Background: an optimization exercise with open tools, aiming at small area. Do not read the settings as production practice. Only simulation tests tie the RTL to the original design; equivalence was not proved. Power and IR drop assume default switching activity.

### flow/flow/run.sh
#!/bin/bash
# The standard layout (standard.sh), with one change: the buffer that
# every input and output port gets is the platform's smallest buffer,
# sky130_fd_sc_hd__buf_1, instead of the one buffer_ports picks by default.
# The layout's own logs are under orfs/logs; standard.sh's output goes to
# standard_flow.log.
set -euo pipefail
export BUFFER_PORTS_ARGS="-buffer_cell sky130_fd_sc_hd__buf_1"
bash standard.sh > standard_flow.log 2>&1
### flow/standard.sh
#!/bin/bash
# synth_recipe.tcl (not shown) runs the flow's synth.tcl, then flattens the netlist and writes it again
# the make line also repeats each setting of config.mk as NAME=value (left out here)
make -C /OpenROAD-flow-scripts/flow DESIGN_CONFIG=/design/flow/config.mk WORK_HOME=/design/flow/orfs CLKGATE_MAP_FILE= SYNTH_SCRIPT=/design/flow/synth_recipe.tcl "${@:-finish}"
### flow/config.mk
export PLATFORM = sky130hd
export DESIGN_NAME = pgn_sw_stage
export DESIGN_NICKNAME = pgn_sw_stage
export VERILOG_FILES = /design/flow/design.v
export SDC_FILE = /design/flow/constraint.sdc
export NUM_CORES = 4
export LEC_CHECK = 0
export CAP_MARGIN = 20
export CORE_MARGIN = 2
export CORE_UTILIZATION = 40
export SLEW_MARGIN = 20
### flow/constraint.sdc
create_clock -name core_clock -period 6.0 [get_ports {clk}]
set_input_delay 1.2000 -clock core_clock [delete_from_list [all_inputs] [get_ports {clk}]]
set_output_delay 1.2000 -clock core_clock [all_outputs]
set_load 0.01 [all_outputs]
### flow/design.v
module pgn_run_inc (
    input  wire [7:0] cr,
    input  wire [7:0] esc,
    output wire [7:0] inc,
    output wire       hit
);
    wire [8:0] cc;
    wire [7:0] sum;
    assign cc[0] = 1'b1;
    genvar i;
    generate
        for (i = 0; i < 8; i = i + 1) begin : g_i
            assign sum[i]  = cr[i] ^ cc[i];
            assign cc[i+1] = cr[i] & cc[i];
        end
    endgenerate
    assign inc = sum | {8{cc[8]}};
    reg r;
    integer k;
    always @(*) begin
        r = 1'b1;
        for (k = 0; k < 8; k = k + 1)
            r = (sum[k] & ~esc[k]) | ((sum[k] | ~esc[k]) & r);
    end
    assign hit = (|esc) & (cc[8] | r);
endmodule
module pgn_leg_cmp (
    input  wire [15:0] cnt0,
    input  wire [15:0] cnt1,
    input  wire [1:0]  sat,
    input  wire [1:0]  on,
    input  wire [15:0] t_on,
    input  wire [15:0] t_off,
    input  wire [11:0] lg,
    output wire [1:0]  tge,
    output wire [1:0]  gge
);
    function automatic ge16(input [15:0] a, input [15:0] b);
        integer i;
        reg r;
        begin
            r = 1'b1;
            for (i = 0; i < 16; i = i + 1)
                r = (a[i] & ~b[i]) | ((a[i] | ~b[i]) & r);
            ge16 = r;
        end
    endfunction
    function automatic ge12(input [11:0] a, input [11:0] b);
        integer i;
        reg r;
        begin
            r = 1'b1;
            for (i = 0; i < 12; i = i + 1)
                r = (a[i] & ~b[i]) | ((a[i] | ~b[i]) & r);
            ge12 = r;
        end
    endfunction
    function automatic min20(input [15:0] a);
        min20 = (|a[15:5]) | (a[4] & (a[3] | a[2]));
    endfunction
    wire [15:0] thr = (on[0] | on[1]) ? t_on : t_off;
    assign tge[0] = sat[0] | (min20(cnt0) & ge16(cnt0, thr));
    assign tge[1] = sat[1] | (min20(cnt1) & ge16(cnt1, thr));
    assign gge[0] = sat[0] | (|cnt0[15:12]) | ge12(cnt0[11:0], lg);
    assign gge[1] = sat[1] | (|cnt1[15:12]) | ge12(cnt1[11:0], lg);
endmodule
module pgn_leg_ctl (
    input  wire       driving,     
    input  wire       rel_edge,    
    input  wire       fp_bnd,
    input  wire [1:0] we,
    input  wire [1:0] lvl,
    input  wire [1:0] req,
    input  wire [1:0] on,
    input  wire       first,
    input  wire [1:0] block,
    input  wire [1:0] cut_here,
    input  wire [1:0] tge,
    input  wire [1:0] gge,
    output wire [1:0] on_n,
    output wire [1:0] req_n,
    output wire       first_n,
    output wire [1:0] block_n,
    output wire       conflict,
    output wire [1:0] edge_n
);
    wire [1:0] new_h = we & lvl & ~req;
    wire conf = new_h[0] & new_h[1] & ~on[0] & ~on[1];
    assign conflict = driving & conf;
    wire [1:0] req_u = (we & lvl) | (~we & req);
    wire [1:0] req_d = conf ? 2'b00 : req_u;
    wire first_d = (new_h[0] & new_h[1]) ? on[1] :
                   new_h[0]              ? req[1] :
                   new_h[1]              ? ~req[0] : first;
    wire [1:0] blk = (block & {2{~fp_bnd}}) | cut_here;
    wire pf0 = req_d[1] & ~on[1] &  first_d;
    wire pf1 = req_d[0] & ~on[0] & ~first_d;
    wire on_ok0 = tge[0] & ~blk[0] & ~on[1] & ~pf0 & gge[1];
    wire on_ok1 = tge[1] & ~blk[1] & ~on[0] & ~pf1 & gge[0];
    wire nx0 = on[0] ? ~(cut_here[0] | (~req_d[0] & tge[0])) : (req_d[0] & on_ok0);
    wire nx1 = on[1] ? ~(cut_here[1] | (~req_d[1] & tge[1])) : (req_d[1] & on_ok1);
    assign on_n    = {2{driving}} & {nx1, nx0};
    assign req_n   = {2{driving}} & req_d;
    assign first_n = driving & first_d;
    assign block_n = {2{driving}} & blk;
    assign edge_n  = (on_n ^ on) | {2{rel_edge}};
endmodule
module pgn_time_next (
    input  wire        rst,
    input  wire        edge_n,
    input  wire [15:0] cnt,
    input  wire        sat,
    output wire [15:0] cnt_n,
    output wire        sat_n
);
    wire [16:0] cc;
    assign cc[0] = 1'b1;
    genvar b;
    generate
        for (b = 0; b < 16; b = b + 1) begin : g_b
            assign cc[b+1] = cc[b] & cnt[b];
            if (b == 0) begin : g_b0
                assign cnt_n[b] = edge_n | ~cnt[b];
            end else begin : g_bn
                assign cnt_n[b] = ~edge_n & (cnt[b] ^ cc[b]);
            end
        end
    endgenerate
    assign sat_n = rst | (~edge_n & (sat | cc[16]));
endmodule
module pgn_sw_stage (
    input  wire         clk,
    input  wire         rst,
    input  wire         fp_bnd,
    input  wire         fault_clear,
    input  wire [7:0]   rel_in,
    input  wire [7:0]   flt_in,
    input  wire [7:0]   trip_in,
    input  wire [7:0]   hiz_mode,
    input  wire [7:0]   cut_scope,
    input  wire [23:0]  edge_sel,
    input  wire [63:0]  trip_esc,
    input  wire [47:0]  req_we,
    input  wire [47:0]  req_lvl,
    input  wire [127:0] t_on,
    input  wire [127:0] t_off,
    input  wire [287:0] lguard,
    output wire [47:0]  sw_on,
    output wire [47:0]  sw_rel,
    output wire [47:0]  pend,
    output wire [7:0]   latched,
    output wire [63:0]  cut_run,
    output wire [7:0]   cut_now,
    output wire [23:0]  leg_conflict
);
    reg  [7:0]  released_q;
    reg  [7:0]  latch_q;
    reg  [63:0] cut_run_q;
    reg  [7:0]  cut_seen_q;
    reg  [47:0]  on_q;        
    reg  [47:0]  req_q;       
    reg  [47:0]  block_q;     
    reg  [47:0]  sat_q;       
    reg  [767:0] cnt_q;       
    reg  [23:0]  first_q;     
    reg  [23:0]  conflict_q;
    wire [47:0]  on_d, req_d, block_d, edge_d, sat_d;
    wire [767:0] cnt_d;
    wire [23:0]  first_d, conflict_d;
    genvar g, l, c;
    generate
        for (g = 0; g < 8; g = g + 1) begin : g_grp
            wire [7:0] cr  = cut_run_q[8*g +: 8];
            wire [7:0] esc = trip_esc[8*g +: 8];
            wire cut_act = trip_in[g] & ~hiz_mode[g] & ~rel_in[g] & ~latch_q[g];
            wire [7:0] cr_inc;
            wire       esc_hit;
            pgn_run_inc u_inc (.cr(cr), .esc(esc), .inc(cr_inc), .hit(esc_hit));
            wire escalate  = fp_bnd & cut_seen_q[g] & esc_hit;
            wire clear_ok  = fault_clear & ~flt_in[g] & ~trip_in[g];
            wire set_latch = ~rel_in[g] & (flt_in[g] | (trip_in[g] & hiz_mode[g]) | escalate);
            wire latch_d   = set_latch | (latch_q[g] & ~clear_ok);
            wire rel_d     = rel_in[g] | latch_d | (released_q[g] & ~fp_bnd);
            wire driving   = ~rel_d;
            wire rel_edge  = rel_d & ~released_q[g];
            wire [7:0] cr_d = clear_ok ? 8'd0 :
                              fp_bnd   ? (cut_seen_q[g] ? cr_inc : 8'd0) : cr;
            always @(posedge clk) begin
                if (rst) begin
                    released_q[g]      <= 1'b1;
                    latch_q[g]         <= 1'b0;
                    cut_run_q[8*g +: 8] <= 8'd0;
                    cut_seen_q[g]      <= 1'b0;
                end else begin
                    released_q[g]      <= rel_d;
                    latch_q[g]         <= latch_d;
                    cut_run_q[8*g +: 8] <= cr_d;
                    cut_seen_q[g]      <= (cut_seen_q[g] & ~fp_bnd) | cut_act;
                end
            end
            wire [2:0] es = edge_sel[3*g +: 3];
            for (l = 0; l < 3; l = l + 1) begin : g_leg
                localparam integer L  = 3*g + l;    
                localparam integer C0 = 2*L;        
                wire [1:0] cut_here;
                assign cut_here[0] = cut_act & (~cut_scope[g] | (es == 2*l));
                assign cut_here[1] = cut_act & (~cut_scope[g] | (es == 2*l+1));
                wire [1:0] tge, gge;
                pgn_leg_cmp u_cmp (
                    .cnt0 (cnt_q[16*C0 +: 16]), .cnt1 (cnt_q[16*(C0+1) +: 16]),
                    .sat  (sat_q[C0 +: 2]),
                    .on   (on_q[C0 +: 2]),
                    .t_on (t_on[16*g +: 16]), .t_off (t_off[16*g +: 16]),
                    .lg   (lguard[12*L +: 12]),
                    .tge  (tge), .gge (gge));
                pgn_leg_ctl u_ctl (
                    .driving  (driving), .rel_edge (rel_edge), .fp_bnd (fp_bnd),
                    .we       (req_we[C0 +: 2]), .lvl (req_lvl[C0 +: 2]),
                    .req      (req_q[C0 +: 2]), .on (on_q[C0 +: 2]),
                    .first    (first_q[L]), .block (block_q[C0 +: 2]),
                    .cut_here (cut_here), .tge (tge), .gge (gge),
                    .on_n     (on_d[C0 +: 2]), .req_n (req_d[C0 +: 2]),
                    .first_n  (first_d[L]), .block_n (block_d[C0 +: 2]),
                    .conflict (conflict_d[L]), .edge_n (edge_d[C0 +: 2]));
            end
        end
        for (c = 0; c < 48; c = c + 1) begin : g_ch
            pgn_time_next u_time (
                .rst (rst), .edge_n (edge_d[c]),
                .cnt (cnt_q[16*c +: 16]), .sat (sat_q[c]),
                .cnt_n (cnt_d[16*c +: 16]), .sat_n (sat_d[c]));
        end
    endgenerate
    always @(posedge clk) begin
        cnt_q <= cnt_d;
        sat_q <= sat_d;
        if (rst) begin
            on_q       <= 48'd0;
            req_q      <= 48'd0;
            block_q    <= 48'd0;
            first_q    <= 24'd0;
            conflict_q <= 24'd0;
        end else begin
            on_q       <= on_d;
            req_q      <= req_d;
            block_q    <= block_d;
            first_q    <= first_d;
            conflict_q <= conflict_d;
        end
    end
    genvar k;
    generate
        for (k = 0; k < 48; k = k + 1) begin : g_out
            assign sw_rel[k] = released_q[k / 6];
        end
    endgenerate
    assign sw_on        = on_q;
    assign pend         = req_q ^ on_q;
    assign latched      = latch_q;
    assign cut_run      = cut_run_q;
    assign cut_now      = cut_seen_q;
    assign leg_conflict = conflict_q;
endmodule
==> summary.txt <==
## power groups by stage
stage | Clock [µW] | Combinational (µW) | Sequential, µW
2_1_floorplan | 0 | 4480 | 9390
3_3_place_gp | 0 | 5850 | 9980
3_5_place_dp | 0 | 6070 | 10000
4_1_cts | 9060 | 6110 | 9870
5_1_grt | 9340 | 6970 | 10100
6_report | 8880 | 6140 | 9890
## layout by cell type, fill, tap and decap left out, types with 283 or more instances in the layout
master	instances
o21ai_0	397
a21oi_1	513
dfxtp_1	1096
nand2_1	570
ha_1	784
nor2_1	678
and2_1	471
inv_1	606
maj3_1	283
mux2i_1	289
buf_1	1016
## worst min-delay path by stage
stage / startpoint / to / slack (ns) / cells past startpoint
3_3_place_gp: cnt_q[720] / cnt_q[720] / 0.39 / 1
6_report: cnt_q[336] / cnt_q[336] / 0.41 / 1
5_1_grt: cnt_q[336] / cnt_q[336] / 0.43 / 1
3_5_place_dp: cnt_q[336] / cnt_q[336] / 0.40 / 1
4_1_cts: cnt_q[688] / cnt_q[688] / 0.42 / 1
2_1_floorplan: cnt_q[224] / cnt_q[224] / 0.38 / 1
## metal layers
layer | vias up | global-route usage | routed length [µm]
met5 | - | 0 | 237
met4 | 36 | 0.162 | 17100
met3 | 660 | 0.0458 | 19000
met2 | 2790 | 0.471 | 135000
met1 | 35700 | 0.361 | 122000
li1 | 35600 | - | -
## sequential cells by signal (all words and copies together), names as in the netlist
register and flops:
block_q 48, latch_q 8, first_q 24, released_q 8, req_q 48, conflict_q 24, on_q 48, cnt_q 768
cut_seen_q 8, sat_q 48, cut_run_q 64
## layout make-up
class                      count  area share
antenna                       66     0.00190
clock buffer                 188      0.0455
clock inverter                53     0.00954
inverter                     609      0.0264
multi-input combinational   7047       0.579
sequential                  1096       0.252
tap                         2495      0.0359
timing repair buffer        1077      0.0494
## stage by stage
stage,hold slack (ns),utilization
6_report,0.413,0.462
5_1_grt,0.428,0.462
4_1_cts,0.415,0.461
3_5_place_dp,0.401,0.436
3_3_place_gp,0.395,0.436
2_1_floorplan,0.380,-
## cell families after synthesis
| logic type | Yosys count | share of synthesized area |
|---|---|---|
| AND/OR/NAND/NOR | 3088 | 0.216 |
| flip-flops | 1096 | 0.289 |
| XOR/XNOR | 48 | 0.00553 |
| adder cells (fa/ha/maj) | 1082 | 0.169 |
| AO/OA/AOI/OAI | 2528 | 0.233 |
| multiplexers | 301 | 0.0399 |
| buffers and inverters | 903 | 0.0487 |
## critical path, delay by kind of cell (launching register included)
| family | cells | cell delay (ns) |
|---|---|---|
| AOI/OAI and AO/OA | 6 | 2.51 |
| adders and majority gates | 7 | 1.42 |
| DFF | 1 | 0.36 |
| and+or+nand+nor | 1 | 0.40 |
==> summary.txt <==
min Tclk post-route=4.82 ns; port bufs=1019; synth top area cells=dfxtp_1 29%, ha_1 13%, and2_1 3.9%; worst skew pair latency=0.79 ns; Total Power=24900 µW; Setup Fix Bufs, Post-CTS=0; Final Max Slew Viols=0; Max VDD drop=254 µV; Die W=440 µm; post-synthesis sequential area ratio=0.289; Clk pin slew, worst setup/hold paths=0.06 ns; Sequential cell area=21900 µm²; number of global-route vias before repair=70.4k; crit path to=sat_q[6]; Most common cell on crit path=ha_1; Area after DPL=82000 µm²; sequential share of power=0.397; Total Wirelength=293000 µm; clock sink count=1096; Worst Reg2Reg Path Length in Cells=14; global-route wire length before repair=431000 µm; Multi-input gate area=50400 µm²; hold bufs inserted after CTS=0; Core Area=188000 µm²; htree depth=4; Clk pwr share=0.356; status=complete, no violations; effective utilization at floorplan=0.404; post-route ant nets=0; actual transition at the worst max-transition pin=1.10 ns; root buffer cell=clkbuf_16; number of buffers created by CTS=136; maxcap violations=0; Switching Share=0.330; post-synth cell types=114; pin count of the biggest net entering global routing=40; synth warn=3; Synth async-reset ratio=0; PwrDens=286 nW/µm²; Worst slew margin=0.260; Post-CTS Resized=0; GRT Total Usage=0.288; syn nets=10.6k; Synth-to-Final Area Change=14.5%; final setup vio count=0; CP max FO=16; GP Congestion=1.00; EDFF count, synth=0; CP peak stage delay=0.69 ns; most frequent cells after synthesis=1096 x dfxtp_1, 784 x ha_1, 679 x nor2_1; 1st-iter DRT viols=6287; leakage=0.0397 µW; Sw Pwr=8220 µW; crit path DAT=5.49 ns; setup slack at placement=1.14 ns; drt pass-1 iters=8; Syn Inst Count=9046; Placed Cells incl. Taps=12.3k; DP HPWL=236000 µm; Die ar.=193000 µm²; post-route DRC violation count=0; setup tns final=0 ns; initial antenna violation count=95; Mean Syn Cell Area=8.40 µm²; grt ovf=0; fin nets=11.5k; Syn Std Cell Area=76000 µm²; post-route cell area=87000 µm²; Setup crit start kind=flip-flop; IO Count=1020; Crit. End Element=flip-flop; CTS tree=built; critical path data required time=6.67 ns; critical path's slowest cell=a211oi_1; Final Cycle Share=0.803; layout cells sized above 1=0.0519; Yosys top cell by area=dfxtp_1; final hold vios=0; FMAX=208 MHz; clock skew=0.0356 ns; FF-to-FF End=sat_q[6]; RSZ-0062 raised after global routing=no; most frequent cell after synthesis=dfxtp_1; Top FF cell, synth=dfxtp_1; Die Ht=440 µm; Comb power frac=0.246; Int Power=16700 µW; post-synth top area share=0.289; CP Class=flip-flop to flip-flop; R2R setup slack=1.18 ns; crit-path cells=ha_1, ha_1, ha_1, ha_1, ha_1, ha_1, ha_1, o311ai_0, a21oi_1, a211oi_1, a21boi_1, a41oi_1, and2_1, a21o_1; clk buf depth=3; WL/cell=23.2 µm; num rows=159; Critical R2R Launch=cut_run_q[8]; Vias=74.8k; CP startpoint=cut_run_q[8]; Synth Register Bits=1096; Fillers=18.8k; Post-Layout Cell Count=12.6k; worst hold path type=flip-flop to flip-flop; vias per cell=5.92; final setup margin=1.18 ns

[static timing again, ports no longer ideal]
The results above use ideal ports. As a check the final layout listed here was re-extracted and re-timed, cells and wires unchanged. Step 1 (the two cells are an assumption about what drives the block):
set clk [get_ports {clk}]
set_driving_cell -lib_cell sky130_fd_sc_hd__clkbuf_16 $clk
set_driving_cell -lib_cell sky130_fd_sc_hd__buf_2 [delete_from_list [all_inputs] $clk]
Step 2 adds t to the input delays and takes it off the output delays; t is the mean of the earliest and latest rising clock arrival at the registers after step 1. Input paths then give back, and output paths get back, about the clock's delay inside the block. Slacks: no drivers / after step 1 / after step 2; pairs: no drivers / after step 1.
shift t [ns]: 0.851
setup WS [ns]: 1.181 / 1.181 / 1.141
worst setup path after step 2: input to register
After both steps this run still meets setup and hold. The setup slack of this run moves by 0.000 ns with the drivers and by -0.040 ns with both steps.
